Background: an optimization exercise with open tools, aiming at small area. Do not read the settings as production practice. In this exercise RTL edits were held to simulation tests only and were not proved equivalent to the original.

$ cat design/flow/constraint.sdc
create_clock -name core_clock -period 25.0 [get_ports {clk}]
set_input_delay 5.0000 -clock core_clock [delete_from_list [all_inputs] [get_ports {clk}]]
set_output_delay 5.0000 -clock core_clock [all_outputs]
set_load 0.01 [all_outputs]
$ cat design/flow/design.v
module tm_sintab (
    input  wire [8:0]  j,
    output reg  [14:0] s
);
    always @* begin
        case (j)
            9'd0: s = 15'd0;
            9'd1: s = 15'd201;
            9'd2: s = 15'd402;
            9'd3: s = 15'd603;
            9'd4: s = 15'd804;
            9'd5: s = 15'd1005;
            9'd6: s = 15'd1206;
            9'd7: s = 15'd1407;
            9'd8: s = 15'd1608;
            9'd9: s = 15'd1809;
            9'd10: s = 15'd2009;
            9'd11: s = 15'd2210;
            9'd12: s = 15'd2410;
            9'd13: s = 15'd2611;
            9'd14: s = 15'd2811;
            9'd15: s = 15'd3012;
            9'd16: s = 15'd3212;
            9'd17: s = 15'd3412;
            9'd18: s = 15'd3612;
            9'd19: s = 15'd3811;
            9'd20: s = 15'd4011;
            9'd21: s = 15'd4210;
            9'd22: s = 15'd4410;
            9'd23: s = 15'd4609;
            9'd24: s = 15'd4808;
            9'd25: s = 15'd5007;
            9'd26: s = 15'd5205;
            9'd27: s = 15'd5404;
            9'd28: s = 15'd5602;
            9'd29: s = 15'd5800;
            9'd30: s = 15'd5998;
            9'd31: s = 15'd6195;
            9'd32: s = 15'd6393;
            9'd33: s = 15'd6590;
            9'd34: s = 15'd6786;
            9'd35: s = 15'd6983;
            9'd36: s = 15'd7179;
            9'd37: s = 15'd7375;
            9'd38: s = 15'd7571;
            9'd39: s = 15'd7767;
            9'd40: s = 15'd7962;
            9'd41: s = 15'd8157;
            9'd42: s = 15'd8351;
            9'd43: s = 15'd8545;
            9'd44: s = 15'd8739;
            9'd45: s = 15'd8933;
            9'd46: s = 15'd9126;
            9'd47: s = 15'd9319;
            9'd48: s = 15'd9512;
            9'd49: s = 15'd9704;
            9'd50: s = 15'd9896;
            9'd51: s = 15'd10087;
            9'd52: s = 15'd10278;
            9'd53: s = 15'd10469;
            9'd54: s = 15'd10659;
            9'd55: s = 15'd10849;
            9'd56: s = 15'd11039;
            9'd57: s = 15'd11228;
            9'd58: s = 15'd11417;
            9'd59: s = 15'd11605;
            9'd60: s = 15'd11793;
            9'd61: s = 15'd11980;
            9'd62: s = 15'd12167;
            9'd63: s = 15'd12353;
            9'd64: s = 15'd12539;
            9'd65: s = 15'd12725;
            9'd66: s = 15'd12910;
            9'd67: s = 15'd13094;
            9'd68: s = 15'd13279;
            9'd69: s = 15'd13462;
            9'd70: s = 15'd13645;
            9'd71: s = 15'd13828;
            9'd72: s = 15'd14010;
            9'd73: s = 15'd14191;
            9'd74: s = 15'd14372;
            9'd75: s = 15'd14553;
            9'd76: s = 15'd14732;
            9'd77: s = 15'd14912;
            9'd78: s = 15'd15090;
            9'd79: s = 15'd15269;
            9'd80: s = 15'd15446;
            9'd81: s = 15'd15623;
            9'd82: s = 15'd15800;
            9'd83: s = 15'd15976;
            9'd84: s = 15'd16151;
            9'd85: s = 15'd16325;
            9'd86: s = 15'd16499;
            9'd87: s = 15'd16673;
            9'd88: s = 15'd16846;
            9'd89: s = 15'd17018;
            9'd90: s = 15'd17189;
            9'd91: s = 15'd17360;
            9'd92: s = 15'd17530;
            9'd93: s = 15'd17700;
            9'd94: s = 15'd17869;
            9'd95: s = 15'd18037;
            9'd96: s = 15'd18204;
            9'd97: s = 15'd18371;
            9'd98: s = 15'd18537;
            9'd99: s = 15'd18703;
            9'd100: s = 15'd18868;
            9'd101: s = 15'd19032;
            9'd102: s = 15'd19195;
            9'd103: s = 15'd19357;
            9'd104: s = 15'd19519;
            9'd105: s = 15'd19680;
            9'd106: s = 15'd19841;
            9'd107: s = 15'd20000;
            9'd108: s = 15'd20159;
            9'd109: s = 15'd20317;
            9'd110: s = 15'd20475;
            9'd111: s = 15'd20631;
            9'd112: s = 15'd20787;
            9'd113: s = 15'd20942;
            9'd114: s = 15'd21096;
            9'd115: s = 15'd21250;
            9'd116: s = 15'd21403;
            9'd117: s = 15'd21554;
            9'd118: s = 15'd21705;
            9'd119: s = 15'd21856;
            9'd120: s = 15'd22005;
            9'd121: s = 15'd22154;
            9'd122: s = 15'd22301;
            9'd123: s = 15'd22448;
            9'd124: s = 15'd22594;
            9'd125: s = 15'd22739;
            9'd126: s = 15'd22884;
            9'd127: s = 15'd23027;
            9'd128: s = 15'd23170;
            9'd129: s = 15'd23311;
            9'd130: s = 15'd23452;
            9'd131: s = 15'd23592;
            9'd132: s = 15'd23731;
            9'd133: s = 15'd23870;
            9'd134: s = 15'd24007;
            9'd135: s = 15'd24143;
            9'd136: s = 15'd24279;
            9'd137: s = 15'd24413;
            9'd138: s = 15'd24547;
            9'd139: s = 15'd24680;
            9'd140: s = 15'd24811;
            9'd141: s = 15'd24942;
            9'd142: s = 15'd25072;
            9'd143: s = 15'd25201;
            9'd144: s = 15'd25329;
            9'd145: s = 15'd25456;
            9'd146: s = 15'd25582;
            9'd147: s = 15'd25708;
            9'd148: s = 15'd25832;
            9'd149: s = 15'd25955;
            9'd150: s = 15'd26077;
            9'd151: s = 15'd26198;
            9'd152: s = 15'd26319;
            9'd153: s = 15'd26438;
            9'd154: s = 15'd26556;
            9'd155: s = 15'd26674;
            9'd156: s = 15'd26790;
            9'd157: s = 15'd26905;
            9'd158: s = 15'd27019;
            9'd159: s = 15'd27133;
            9'd160: s = 15'd27245;
            9'd161: s = 15'd27356;
            9'd162: s = 15'd27466;
            9'd163: s = 15'd27575;
            9'd164: s = 15'd27683;
            9'd165: s = 15'd27790;
            9'd166: s = 15'd27896;
            9'd167: s = 15'd28001;
            9'd168: s = 15'd28105;
            9'd169: s = 15'd28208;
            9'd170: s = 15'd28310;
            9'd171: s = 15'd28411;
            9'd172: s = 15'd28510;
            9'd173: s = 15'd28609;
            9'd174: s = 15'd28706;
            9'd175: s = 15'd28803;
            9'd176: s = 15'd28898;
            9'd177: s = 15'd28992;
            9'd178: s = 15'd29085;
            9'd179: s = 15'd29177;
            9'd180: s = 15'd29268;
            9'd181: s = 15'd29358;
            9'd182: s = 15'd29447;
            9'd183: s = 15'd29534;
            9'd184: s = 15'd29621;
            9'd185: s = 15'd29706;
            9'd186: s = 15'd29791;
            9'd187: s = 15'd29874;
            9'd188: s = 15'd29956;
            9'd189: s = 15'd30037;
            9'd190: s = 15'd30117;
            9'd191: s = 15'd30195;
            9'd192: s = 15'd30273;
            9'd193: s = 15'd30349;
            9'd194: s = 15'd30424;
            9'd195: s = 15'd30498;
            9'd196: s = 15'd30571;
            9'd197: s = 15'd30643;
            9'd198: s = 15'd30714;
            9'd199: s = 15'd30783;
            9'd200: s = 15'd30852;
            9'd201: s = 15'd30919;
            9'd202: s = 15'd30985;
            9'd203: s = 15'd31050;
            9'd204: s = 15'd31113;
            9'd205: s = 15'd31176;
            9'd206: s = 15'd31237;
            9'd207: s = 15'd31297;
            9'd208: s = 15'd31356;
            9'd209: s = 15'd31414;
            9'd210: s = 15'd31470;
            9'd211: s = 15'd31526;
            9'd212: s = 15'd31580;
            9'd213: s = 15'd31633;
            9'd214: s = 15'd31685;
            9'd215: s = 15'd31736;
            9'd216: s = 15'd31785;
            9'd217: s = 15'd31833;
            9'd218: s = 15'd31880;
            9'd219: s = 15'd31926;
            9'd220: s = 15'd31971;
            9'd221: s = 15'd32014;
            9'd222: s = 15'd32057;
            9'd223: s = 15'd32098;
            9'd224: s = 15'd32137;
            9'd225: s = 15'd32176;
            9'd226: s = 15'd32213;
            9'd227: s = 15'd32250;
            9'd228: s = 15'd32285;
            9'd229: s = 15'd32318;
            9'd230: s = 15'd32351;
            9'd231: s = 15'd32382;
            9'd232: s = 15'd32412;
            9'd233: s = 15'd32441;
            9'd234: s = 15'd32469;
            9'd235: s = 15'd32495;
            9'd236: s = 15'd32521;
            9'd237: s = 15'd32545;
            9'd238: s = 15'd32567;
            9'd239: s = 15'd32589;
            9'd240: s = 15'd32609;
            9'd241: s = 15'd32628;
            9'd242: s = 15'd32646;
            9'd243: s = 15'd32663;
            9'd244: s = 15'd32678;
            9'd245: s = 15'd32692;
            9'd246: s = 15'd32705;
            9'd247: s = 15'd32717;
            9'd248: s = 15'd32728;
            9'd249: s = 15'd32737;
            9'd250: s = 15'd32745;
            9'd251: s = 15'd32752;
            9'd252: s = 15'd32757;
            9'd253: s = 15'd32761;
            9'd254: s = 15'd32765;
            9'd255: s = 15'd32766;
            9'd256: s = 15'd32767;
            default: s = 15'd0;
        endcase
    end
endmodule
module tm_sincos (
    input  wire        [15:0] theta,
    output wire signed [15:0] sin_o,
    output wire signed [15:0] cos_o
);
    wire [9:0] is = theta[15:6];
    wire [9:0] ic = theta[15:6] + 10'd256;
    wire [8:0]  js = is[8] ? (9'd256 - {1'b0, is[7:0]}) : {1'b0, is[7:0]};
    wire [8:0]  jc = ic[8] ? (9'd256 - {1'b0, ic[7:0]}) : {1'b0, ic[7:0]};
    wire [14:0] ts, tc;
    tm_sintab u_ts (.j(js), .s(ts));
    tm_sintab u_tc (.j(jc), .s(tc));
    assign sin_o = is[9] ? -$signed({1'b0, ts}) : $signed({1'b0, ts});
    assign cos_o = ic[9] ? -$signed({1'b0, tc}) : $signed({1'b0, tc});
endmodule
module tm_mon (
    input  wire        clk,
    input  wire        rst_n,             
    input  wire        smp_vld,           
    input  wire [11:0] code_u,            
    input  wire [11:0] code_v,
    input  wire [11:0] code_w,
    input  wire [15:0] theta,             
    input  wire [15:0] t_cmd,             
    input  wire [15:0] t_ce,              
    input  wire        active,            
    input  wire [47:0] iha_ofs,           
    input  wire [47:0] iha_gain,          
    input  wire [15:0] psi_pm,            
    input  wire [15:0] ld,                
    input  wire [15:0] lq,                
    input  wire [15:0] lq_k,              
    input  wire [3:0]  pole_pairs,
    input  wire [15:0] w_pct,             
    input  wire [15:0] w_abs,             
    input  wire [15:0] cnt_lim,           
    output reg         res_vld,
    output reg  [15:0] t_tm,              
    output reg  [15:0] i_d,               
    output reg  [15:0] i_q,               
    output reg         exc_over,          
    output reg         dis_over,          
    output reg  [15:0] err_cnt,
    output reg         trip               
);
    reg [6:0]  vld;                       
    reg [11:0] s_code [0:2];
    reg [15:0] s_theta, s_tcmd, s_tce;
    reg        s_active;
    always @(posedge clk) begin
        if (!rst_n)
            vld <= 7'd0;
        else
            vld <= {vld[5:0], smp_vld};
        if (smp_vld) begin
            s_code[0] <= code_u;
            s_code[1] <= code_v;
            s_code[2] <= code_w;
            s_theta   <= theta;
            s_tcmd    <= t_cmd;
            s_tce     <= t_ce;
            s_active  <= active;
        end
    end
    reg signed [15:0] ph [0:2];
    reg signed [17:0] x   [0:2];
    reg signed [38:0] px  [0:2];
    reg signed [25:0] pxs [0:2];
    integer k;
    always @* begin
        for (k = 0; k < 3; k = k + 1) begin
            x[k]   = $signed({6'd0, s_code[k]}) - 18'sd2048 - $signed(iha_ofs[16*k +: 16]);
            px[k]  = x[k] * $signed({1'b0, iha_gain[16*k +: 16]}) * 39'sd5;
            pxs[k] = px[k] >>> 13;
        end
    end
    always @(posedge clk) begin
        if (vld[0]) begin
            for (k = 0; k < 3; k = k + 1) begin
                if (pxs[k] > 26'sd32767)
                    ph[k] <= 16'sh7FFF;
                else if (pxs[k] < -26'sd32768)
                    ph[k] <= 16'sh8000;
                else
                    ph[k] <= pxs[k][15:0];
            end
        end
    end
    wire signed [17:0] a_sum = 2 * ph[0] - ph[1] - ph[2];
    wire signed [16:0] b_dif = ph[1] - ph[2];
    wire signed [34:0] a_mul = a_sum * 35'sd21845;       
    wire signed [34:0] b_mul = b_dif * 35'sd37837;       
    wire signed [18:0] a_shf = a_mul >>> 16;
    wire signed [18:0] b_shf = b_mul >>> 16;
    wire signed [15:0] sn, cs;
    tm_sincos u_sc (.theta(s_theta), .sin_o(sn), .cos_o(cs));
    reg signed [15:0] alpha, beta, sin_r, cos_r;
    always @(posedge clk) begin
        if (vld[1]) begin
            alpha <= (a_shf > 19'sd32767) ? 16'sh7FFF : (a_shf < -19'sd32768) ? 16'sh8000 : a_shf[15:0];
            beta  <= (b_shf > 19'sd32767) ? 16'sh7FFF : (b_shf < -19'sd32768) ? 16'sh8000 : b_shf[15:0];
            sin_r <= sn;
            cos_r <= cs;
        end
    end
    wire signed [32:0] d_sum = alpha * cos_r + beta * sin_r;
    wire signed [32:0] q_sum = beta * cos_r - alpha * sin_r;
    wire signed [17:0] d_shf = d_sum >>> 15;
    wire signed [17:0] q_shf = q_sum >>> 15;
    reg signed [15:0] id_r, iq_r;
    always @(posedge clk) begin
        if (vld[2]) begin
            id_r <= (d_shf > 18'sd32767) ? 16'sh7FFF : (d_shf < -18'sd32768) ? 16'sh8000 : d_shf[15:0];
            iq_r <= (q_shf > 18'sd32767) ? 16'sh7FFF : (q_shf < -18'sd32768) ? 16'sh8000 : q_shf[15:0];
        end
    end
    wire [16:0] iq_mag = iq_r[15] ? (17'd0 - {1'b1, iq_r}) : {1'b0, iq_r};
    wire [48:0] lq_red = lq * lq_k * iq_mag;
    wire [24:0] lq_dec = lq_red[48:24];
    reg signed [16:0] ldq;                
    reg signed [15:0] id_4, iq_4;
    always @(posedge clk) begin
        if (vld[3]) begin
            ldq  <= (lq_dec >= {9'd0, lq}) ? $signed({1'b0, ld})
                                           : $signed({1'b0, ld}) - $signed({1'b0, lq - lq_dec[15:0]});
            id_4 <= id_r;
            iq_4 <= iq_r;
        end
    end
    wire signed [32:0] lid   = ldq * id_4;
    wire signed [20:0] lid_s = lid >>> 12;
    reg signed [21:0] flux;
    reg signed [15:0] iq_5;
    always @(posedge clk) begin
        if (vld[4]) begin
            flux <= $signed({6'd0, psi_pm}) + lid_s;
            iq_5 <= iq_4;
        end
    end
    wire signed [43:0] tq     = $signed({1'b0, pole_pairs}) * 44'sd3 * iq_5 * flux;
    wire signed [26:0] tq_s   = tq >>> 17;
    wire signed [15:0] tq_sat = (tq_s > 27'sd32767) ? 16'sh7FFF : (tq_s < -27'sd32768) ? 16'sh8000 : tq_s[15:0];
    wire signed [15:0] cmd    = s_tcmd;
    wire signed [15:0] lo     = (cmd < 0) ? cmd : 16'sd0;
    wire signed [15:0] hi     = (cmd < 0) ? 16'sd0 : cmd;
    wire signed [17:0] excess = (tq_sat > hi) ? (tq_sat - hi) : (tq_sat < lo) ? (lo - tq_sat) : 18'sd0;
    wire signed [17:0] dif    = tq_sat - $signed(s_tce);
    wire signed [17:0] dis    = (dif < 0) ? -dif : dif;
    wire        [15:0] win    = (w_pct > w_abs) ? w_pct : w_abs;
    wire               over_e = excess > $signed({2'b00, win});
    wire               over_d = dis > $signed({2'b00, win});
    wire [15:0] cnt_nxt = !s_active          ? 16'd0 :
                          (over_e || over_d) ? ((err_cnt == 16'hFFFF) ? 16'hFFFF : err_cnt + 16'd1) :
                          (err_cnt == 16'd0) ? 16'd0 : err_cnt - 16'd1;
    always @(posedge clk) begin
        if (!rst_n) begin
            res_vld  <= 1'b0;
            t_tm     <= 16'd0;
            i_d      <= 16'd0;
            i_q      <= 16'd0;
            exc_over <= 1'b0;
            dis_over <= 1'b0;
            err_cnt  <= 16'd0;
            trip     <= 1'b0;
        end else begin
            res_vld <= vld[5];
            if (vld[5]) begin
                t_tm     <= tq_sat;
                i_d      <= id_4;
                i_q      <= iq_5;
                exc_over <= over_e;
                dis_over <= over_d;
                err_cnt  <= cnt_nxt;
                if (s_active && cnt_nxt >= cnt_lim)
                    trip <= 1'b1;
            end
        end
    end
endmodule
$ cat design/flow/run.sh
#!/bin/bash
# synth_recipe.tcl (not shown) runs the flow's synth.tcl, then flattens the netlist and writes it again
# the make line also repeats each setting of config.mk as NAME=value (left out here)
make -C /OpenROAD-flow-scripts/flow DESIGN_CONFIG=/design/flow/config.mk WORK_HOME=/design/flow/orfs CLKGATE_MAP_FILE= SYNTH_SCRIPT=/design/flow/synth_recipe.tcl finish
$ cat design/flow/config.mk
export PLATFORM = sky130hd
export DESIGN_NAME = tm_mon
export DESIGN_NICKNAME = tm_mon
export VERILOG_FILES = /design/flow/design.v
export SDC_FILE = /design/flow/constraint.sdc
export NUM_CORES = 4
export LEC_CHECK = 0
export CAP_MARGIN = 20
export CORE_MARGIN = 2
export CORE_UTILIZATION = 40
export SLEW_MARGIN = 20
export SYNTH_MEMORY_MAX_BITS = 32768
==> run summary <==
## worst max path at each step
stage                         to  cells past startpoint  slack, ns
3_5_place_dp   trip$_SDFFE_PN0P_                     95      -0.96
5_1_grt        trip$_SDFFE_PN0P_                     95      -0.03
2_1_floorplan  trip$_SDFFE_PN0P_                     87       0.39
4_1_cts        trip$_SDFFE_PN0P_                     93      0.006
3_3_place_gp   trip$_SDFFE_PN0P_                     95      -0.90
6_report       trip$_SDFFE_PN0P_                     92       0.88
## sequential cells by signal (all words and copies together) (netlist names), 17 cells and up
signal,cells
ldq,17
s_code,36
ph,48
flux,22
## metal layers
metal | share of wire, % | wire [microns] | global-route usage [%]
met2 | 47 | 218000 | 35.0
met1 | 45 | 206000 | 29.0
met3 | 5.9 | 27200 | 2.49
met5 | 0.0028 | 13 | 0
met4 | 2.0 | 9440 | 4.12
## cell families (layout without fill, tap and decap cells)
logic type,count (synthesis),in the layout,share of synthesized area [%]
xor+xnor,618,618,3.07
other cells,2,39,0.00424
fa+ha+maj,5590,5590,55.3
flops,384,384,6.08
compound gates,2270,2270,8.61
buf+inv,5327,5546,11.3
simple gates,5358,5358,14.6
mux,142,142,1.01
## area by class of cell
class | instances | share of cell area, %
clock inverter | 36 | 0.180
antenna | 7 | 0.00910
timing repair buffer | 1015 | 4.50
multi-input combinational | 14000 | 76.5
clock buffer | 64 | 0.759
sequential | 384 | 5.61
tap | 5904 | 3.84
inverter | 4431 | 8.64
## worst reg2reg max path, delay by kind of cell, from the launching register on
kind / cells / cell delay (ns)
flip-flops: 1 / 0.55
adder cells (fa/ha/maj): 16 / 6.88
XOR/XNOR: 3 / 0.52
AO/OA/AOI/OAI: 36 / 6.56
buffers and inverters: 18 / 2.00
multiplexers: 1 / 0.25
AND/OR/NAND/NOR: 13 / 2.54
## timing repair
action	4_1_cts	5_1_grt
resized for setup	3	66
setup endpoints to repair	1	1
pin swaps	1	17
setup buffers	0	6
## metrics by stage
stage	TNS [ns]	worst slack (ns)	area, sq um
4_1_cts	0	0.00606	192000
5_1_grt	-0.0321	-0.0321	193000
3_5_place_dp	-0.956	-0.956	190000
3_3_place_gp	-0.897	-0.897	190000
2_1_floorplan	0	0.388	177000
6_report	0	0.876	193000
## layout by cell type, fill, tap and decap left out, drive strengths merged, types with 174 or more instances in the layout
cell type	instances
clkdlybuf4s50	355
edfxtp	310
and2	1154
ha	1842
fa	3747
buf	656
a21oi	557
o21ai	428
nand2b	174
nand3	216
nor2	538
nand2	2398
xnor2	451
a21o	248
nor3	195
nor2b	280
inv	4432
==> qor.csv <==
metric;value;unit
most frequent cells after synthesis;inv_1 (4,423), fa_1 (3,747), nand2_1 (2,398), ha_1 (1,842), and2_1 (1,154);
storage element area;10800;sq um
worst hold start;iq_4[14]$_DFFE_PP_;
Fillers;43300;
hold path depth;0;
R2R Path Start;iq_5[6]$_DFFE_PP_;
first-pass GRT wire length;758000;microns
Root Buffer;clkbuf_16;
multi-input logic area;147000;sq um
num rows;244;
Slew @ Worst Pin;1.15;ns
antenna violations before repair;15;
Synth top area share;42.3;%
final non-filler cell total;25900;
r2r endpoint;trip$_SDFFE_PN0P_;
Gate Count Post-Synth;19700;
Final nets;25800;
number of synthesized register bits;384;
antenna-violating nets left;0;
Synth-to-Final Area Change;8.60;%
Vias/cell;5.14;
period utilization;96.5;%
CP Launch Type;input pin;
Max-cap violations;0;
drt wl/cell;17.8;microns
die area;449000;sq um
main flop type after synthesis;edfxtp_1;
Overall Global Routing Usage;20.8;%
r2r worst-path depth;87;
register area share after synthesis;6.08;%
Area contributors post-synth;fa_1 (42%), ha_1 (13%), inv_1 (9.4%), edfxtp_1 (5.2%), nand2_1 (5.1%);
Total Wirelength;461000;microns
Fin Hold WS;0.416;ns
TritonRoute pass-1 iters;6;
critical path peak fanout;11;
CP top delay family;adder cells;
WP data arrival;24.81;ns
status;complete, no violations;
Worst-Skew Late Latency;0.77;ns
Vias;133000;
number of global-route vias before repair;140000;
crit path time final;24.12;ns
Ports;368;
# placed instances;25700;
Die Y;670;microns
CTS tree;done;
largest net degree at the start of global routing;85;
HPWL after DPL;369000;microns
Critical Path Source;pole_pairs[0];
I/O Buffers;361;
post-synth top area cell;fa_1;
Worst-path clk slew;0.06;ns
initial core utilization;40.2;%
total gr overflow;0;
Placer Congestion;0.906;
Post-CTS Hold Fix Bufs;0;
Crit Path Category;in -> reg;
Critical-path top delay cell;fa_1;
# setup viols final;0;
Yosys warning total;7;
DRC Markers;0;
CTS Buf Count;55;
CP Capture Type;register;
Fmax;0.0415;GHz
Core Footprint;441000;sq um
Reg2Reg Setup Slack;5.61;ns
fraction of registers with async set/reset;0;%
layout cells sized above 1;5.10;%
Buf/Inv on CP;23;
Cell variety after synth;107;
Syn Std Cell Area;177000;sq um
Mapped Avg Cell Area;9.01;sq um
EDFF count, synth;310;
Die Width;670;microns
critical path's largest stage delay;0.60;ns
Slew headroom;23.3;%
Slew Limit Fails;0;
most common cell in the netlist;inv_1;
clock buffer depth;3;
clk_skew;0.0651;ns
fin util;43.6;%
Sink Count;384;
H-Tree Depth;2;
Hold Path Class;reg -> reg;
worst hold endpoint;iq_5[14]$_DFFE_PP_;
CP most frequent cell;buf_4;
Worst EP required;25.68;ns
DR iter-0 viols;8425;
final hold vios;0;

static timing again, ports no longer ideal:
The results above use ideal ports. As a check the final layout listed here was re-extracted and re-timed, cells and wires unchanged.
Step 1 (the two cells are an assumption about what drives the block):
set clk [get_ports {clk}]
set_driving_cell -lib_cell sky130_fd_sc_hd__clkbuf_16 $clk
set_driving_cell -lib_cell sky130_fd_sc_hd__buf_2 [delete_from_list [all_inputs] $clk]
Step 2, shift: input delay + t, output delay - t, t = (earliest + latest rising clock arrival at the registers) / 2. This alone moves slack from input paths to output paths.
Three values: ideal ports, drivers, drivers and shift; two values: the first two.
t (ns): 0.855
slack for setup (ns): 0.876 / 0.961 / 0.106
worst hold slack (ns): 0.416 / 0.416 / 0.416
worst setup path after step 2: input to register
worst slew at a driven data input, ns: 0.14
After both steps setup and hold are still met in this run. For this run, drivers alone change the setup slack by +0.085 ns; drivers and shift together by -0.770 ns.
